Context: an optimization exercise on an open-source flow, tuned for small area, a short achievable clock period and few clock cycles per item. The choices shown serve that exercise and are no tape-out recipe. RTL that was checked went through simulation tests only; none was proved equivalent to the original.

== build 70 ==
// div_sqrt
module div_sqrt (
    input  wire        clk,
    input  wire        rst,
    input  wire        in_valid,
    output wire        in_ready,
    input  wire        op,         
    input  wire [31:0] a,
    input  wire [31:0] b,
    input  wire [4:0]  s,
    output reg         out_valid,
    output wire [31:0] result,
    output reg         sat
);
    localparam [1:0] S_IDLE = 2'd0, S_NORM = 2'd1, S_ITER = 2'd2, S_FIN = 2'd3;
    reg [1:0]  state;
    reg [5:0]  cnt;           
    reg        r_op;
    reg        r_aneg;        
    reg        r_neg;         
    reg [4:0]  r_s;
    reg [4:0]  za, zb;        
    reg        a_zero, b_zero;
    reg        a_ovf, b_ovf;   
    reg        f_force;       
    reg        f_zero;        
    reg        f_sat;         
    reg        f_neg;         
    reg [33:0] R;             
    reg [31:0] D;             
    reg        Ds;
    reg [33:0] Q;             
    assign in_ready = (state == S_IDLE) || (state == S_FIN);
    wire   accept   = in_valid && in_ready;
    assign result   = Q[31:0];
    wire [31:0] a_abs = a[31] ? (32'd0 - a) : a;
    wire [31:0] r_in  = (op && s[0]) ? {a[30:0], 1'b0} : a_abs;
    function [4:0] lzc32;
        input [31:0] x;
        reg   [15:0] h;
        reg   [7:0]  g;
        reg   [3:0]  f;
        reg   [1:0]  e;
        begin
            lzc32[4] = ~|x[31:16];
            h        = lzc32[4] ? x[15:0] : x[31:16];
            lzc32[3] = ~|h[15:8];
            g        = lzc32[3] ? h[7:0] : h[15:8];
            lzc32[2] = ~|g[7:4];
            f        = lzc32[2] ? g[3:0] : g[7:4];
            lzc32[1] = ~|f[3:2];
            e        = lzc32[1] ? f[1:0] : f[3:2];
            lzc32[0] = ~e[1];
        end
    endfunction
    wire [4:0]  la_in = lzc32((op && s[0]) ? {a[30:0], 1'b0} : (a ^ {32{a[31]}}));
    wire [4:0]  lb_in = lzc32(b ^ {32{b[31]}});
    wire [4:0]  las   = {za[4:1], 1'b0};         
    wire [31:0] ash   = R[31:0] << (r_op ? las : za);
    wire [32:0] bsh   = {Ds, D} << zb;
    wire        a_sh_ovf = ~ash[31] & ~a_zero;
    wire        b_sh_ovf = Ds & ~|bsh[31:0];
    wire [31:0] an    = {r_op ? ash[31] : ~a_zero, ash[30:0]};
    wire [32:0] bn    = bsh;
  ...
Size: roughly 2100 cells after synthesis, roughly 150 flip-flops, roughly 110 I/O pins, roughly 0.017 mm2 of cells after synthesis.
clock: 7.0 ns
lec_check: 0
abc_clock_period_in_ps: 2500
cap_margin: 20
core_margin: 2
core_utilization: 40
setup_slack_margin: 2.5
slew_margin: 20
run.sh (not shown) runs the stock make flow with config.mk's settings and CLKGATE_MAP_FILE= SYNTH_SCRIPT=/design/flow/synth_recipe.tcl, a recipe that flattens the netlist after the stock synthesis.
Testbench counts of build 70, summed over its fixed seeds: cycles 37,466, items 2,400.
Setup changes, build 70 to trial 51
Settings: swapping 2.5 for 3.0 in SETUP_SLACK_MARGIN; swapping 40 for 30 in CORE_UTILIZATION.
Findings:
Trial 51 does better than build 70 on fmax. Any difference in clock skew between trial 51 and build 70 is small enough to ignore. Trial 51 vs build 70, post-route fraction of the period consumed by the critical path went down by 3.7 points. On worst setup slack after layout: between build 70 and trial 51, it ends up higher for trial 51. The relative area of non-clock buffer cells in the final design reported for trial 51 is greater than that of build 70 by 1.1 points. Build 70 → trial 51: register share of the cell area decreased by 0.88 points relative to the old numbers. Changes observed in trial 51 relative to build 70: area of the core higher; final-layout fill cell count higher.

---

## before
Starting RTL as in the previous note.
make LEC_CHECK=0 ABC_CLOCK_PERIOD_IN_PS=2500 CAP_MARGIN=20 CORE_MARGIN=2 CORE_UTILIZATION=40 GPL_ROUTABILITY_DRIVEN=0 SETUP_SLACK_MARGIN=3.0 SLEW_MARGIN=20 finish   # period 7.0 ns
before reached the end of the flow, and the finished layout is clean on the timing, design-rule and antenna checks.
Testbench counts of before, summed over its fixed seeds: cycles 37,466, items 2,400.
diff inputs: before => after
- SETUP_SLACK_MARGIN now 3.15, was 3.0
- GPL_ROUTABILITY_DRIVEN no longer set, was 0
- after: full flow OK, the timing, design-rule and antenna checks passed
- after has placed wire-length estimate after detailed placement above what before had.
- Looking only at setup slack, and setting everything else aside, the higher value of after and before goes to after.
- [compare] base=before new=after: buffers plus inverters on the worst setup path decreased by 1 relative to the old numbers; share of the cycle needed by the critical path after routing went down.
- When the final numbers for after and before were put side by side, the peak per-stage delay on the critical path turned out to be smaller in after.

---

Setup of the reference run:
div_sqrt, a different RTL version from the one above (not shown whole).
For scale: about 2,100 cells after synthesis, roughly 130 flip-flops, roughly 110 I/O pins.
Settings: LEC_CHECK=0, ABC_CLOCK_PERIOD_IN_PS=2500, CAP_MARGIN=20, CORE_MARGIN=2, CORE_UTILIZATION=40, SETUP_SLACK_MARGIN=3.0, SLEW_MARGIN=20; clock period 7.0 ns.
The reference run has completed all stages; timing, DRC and antenna checks passed.
#### Input delta (the trial run over the reference run)
Settings: a deleted SETUP_SLACK_MARGIN that had been 3.0.
--- outcome ---
Summary of the comparison: number of cells upsized or downsized after cts is lower in the trial run, relative to the reference run. A highest routing layer actually used of met5 is what the trial run shows, while met4 belongs to the reference run. Looking at final routed wirelength across all metal layers, the trial run sits about 12% lower than the reference run does. Result: PASS for each of the reference run and the trial run. The trial run vs the reference run, share of the cycle needed by the critical path after routing went up by 21 points.
Function was not checked in any run of this note: the RTL went through the layout flow alone.

---

div_sqrt, a different RTL version from the one above (not shown whole).
Size in the first run: ~2,400 cells after synthesis, about 110 I/O pins, roughly 19,000 um2 of cells after synthesis.
clock: 7.0 ns
lec_check: 0
abc_clock_period_in_ps: 2500
cap_margin: 20
core_margin: 2
core_utilization: 40
setup_slack_margin: 3.6
slew_margin: 20
Change:
- SETUP_SLACK_MARGIN: 3.6 -> 3.0
Outcome:
- The changed run finished clean
- area after synthesis stays the same
- first-iteration DRC count falls by 12%
No run of this note included a check of the RTL's function; only the layout flow was run.

---

v41:
div_sqrt, a different RTL version from the one above (not shown whole).
For scale: ~110 I/O pins, ~17000 um2 of cells after synthesis.
==> flow/design.v (excerpt) <==
module div_sqrt (
    input  wire        clk,
    input  wire        rst,
    input  wire        in_valid,
    output wire        in_ready,
    input  wire        op,         
    input  wire [31:0] a,
    input  wire [31:0] b,
    input  wire [4:0]  s,
    output reg         out_valid,
    output wire [31:0] result,
    output reg         sat
);
==> flow/config.mk <==
export PLATFORM = sky130hd
export DESIGN_NAME = div_sqrt
export DESIGN_NICKNAME = div_sqrt
export VERILOG_FILES = /design/flow/design.v
export SDC_FILE = /design/flow/constraint.sdc
export NUM_CORES = 4
export LEC_CHECK = 0
export ABC_CLOCK_PERIOD_IN_PS = 2500
export CAP_MARGIN = 20
export CORE_MARGIN = 2
export CORE_UTILIZATION = 40
export SETUP_SLACK_MARGIN = 2.8
export SLEW_MARGIN = 20
==> flow/constraint.sdc <==
create_clock -name core_clock -period 7.0 [get_ports {clk}]
set_input_delay 1.4000 -clock core_clock [delete_from_list [all_inputs] [get_ports {clk}]]
set_output_delay 1.4000 -clock core_clock [all_outputs]
set_load 0.01 [all_outputs]
The final layout from v41, which completed every stage, passed the timing, design-rule and antenna checks at the end of the flow.
What v25 does differently from v41 at the input level:
# v41
export LEC_CHECK = 0
export ABC_CLOCK_PERIOD_IN_PS = 2500
export CAP_MARGIN = 20
export CORE_MARGIN = 2
export CORE_UTILIZATION = 40
export SETUP_SLACK_MARGIN = 2.8
export SLEW_MARGIN = 20
create_clock -name core_clock -period 7.0 [get_ports {clk}]
# v25
export LEC_CHECK = 0
export ABC_CLOCK_PERIOD_IN_PS = 2500
export CAP_MARGIN = 20
export CORE_MARGIN = 2
export CORE_UTILIZATION = 40
export SETUP_SLACK_MARGIN = 3.3
export SLEW_MARGIN = 20
create_clock -name core_clock -period 7.0 [get_ports {clk}]
[summary]
Relative to v41, the fraction of standard cell area in multi-input logic of v25 is lower by 1.0 points.
Delta (v25 minus v41): clock tree cell share of total cell area has decreased, count of placed standard cells in the final layout, fillers left out has increased, clock slew seen by the registers of the worst setup and hold paths neither gained nor lost much, layout overhead on the synthesized area moved up, via count picked up an extra 342.
Register-to-register setup slack: v25 < v41
Changes in v12 relative to v25:
# v25
export LEC_CHECK = 0
export ABC_CLOCK_PERIOD_IN_PS = 2500
export CAP_MARGIN = 20
export CORE_MARGIN = 2
export CORE_UTILIZATION = 40
export SETUP_SLACK_MARGIN = 3.3
export SLEW_MARGIN = 20
create_clock -name core_clock -period 7.0 [get_ports {clk}]
# v12
export LEC_CHECK = 0
export ABC_CLOCK_PERIOD_IN_PS = 2500
export CAP_MARGIN = 20
export CORE_MARGIN = 2
export CORE_UTILIZATION = 40
export SETUP_SLACK_MARGIN = 3.0
export SLEW_MARGIN = 20
create_clock -name core_clock -period 7.0 [get_ports {clk}]
v12 completed every stage of the flow, and the final layout passed the timing, design-rule and antenna checks.
In v12 the area growth from synthesis to layout turned out 5.8 points lower than in v25.
Diff v12 and v25: cell count higher in v25
v12 supports a higher top clock frequency than v25.
Delta (v12 minus v25): total detailed-routing wirelength has increased; clock distribution area overhead in the final layout has increased; detailed-routing wirelength on met1 has remained practically unchanged.
No functional check of the RTL was part of any run of this note.

[re-timing with driven ports]
Ports are ideal in the flow. The routed layouts listed here were re-timed in OpenROAD.
Step 1, drivers: a clkbuf_16 drives clk and a buf_2 each remaining input, both assumed.
Step 2 moves the port delays by t, midway between the first and last clock arrival at a register: inputs arrive t later, outputs are due t later. That takes back most of the time a late clock gives input paths.
a / b / c = ideal / step 1 / step 2; a / b = the first two.
| run | t, ns | slack for setup (ns) | latest minus earliest clock arrival (ns) | worst data-port slew with drivers (ns) | cell pins on the clock port's net |
|---|---|---|---|---|---|
| build 70 | 0.520 | 2.580 / 2.580 / 2.146 | 0.013 / 0.013 | 0.05 | 1 |
| trial 51 | 0.509 | 2.838 / 2.838 / 2.498 | 0.011 / 0.012 | 0.05 | 1 |
| before | 0.512 | 2.923 / 2.923 / 2.517 | 0.021 / 0.021 | 0.04 | 1 |
| after | 0.524 | 2.957 / 2.957 / 2.643 | 0.014 / 0.014 | 0.06 | 1 |
| the reference run | 0.519 | 2.423 / 2.423 / 2.327 | 0.012 / 0.012 | 0.07 | 1 |
| the trial run | 0.519 | 0.978 / 0.978 / 0.978 | 0.017 / 0.018 | 0.04 | 1 |
| the first run of note 4 | 0.531 | 2.525 / 2.525 / 2.407 | 0.014 / 0.014 | 0.16 | 1 |
| the second run of note 4 | 0.548 | 2.516 / 2.516 / 2.285 | 0.014 / 0.013 | 0.07 | 1 |
| v41 | 0.506 | 2.521 / 2.521 / 2.398 | 0.021 / 0.021 | 0.05 | 1 |
| v25 | 0.510 | 2.471 / 2.471 / 2.471 | 0.015 / 0.015 | 0.16 | 1 |
| v12 | 0.515 | 2.582 / 2.582 / 2.511 | 0.014 / 0.014 | 0.05 | 1 |
After both steps every run listed still meets setup and hold. For build 70, which loses most, drivers alone change the setup slack by 0.000 ns; drivers and shift together by -0.434 ns.
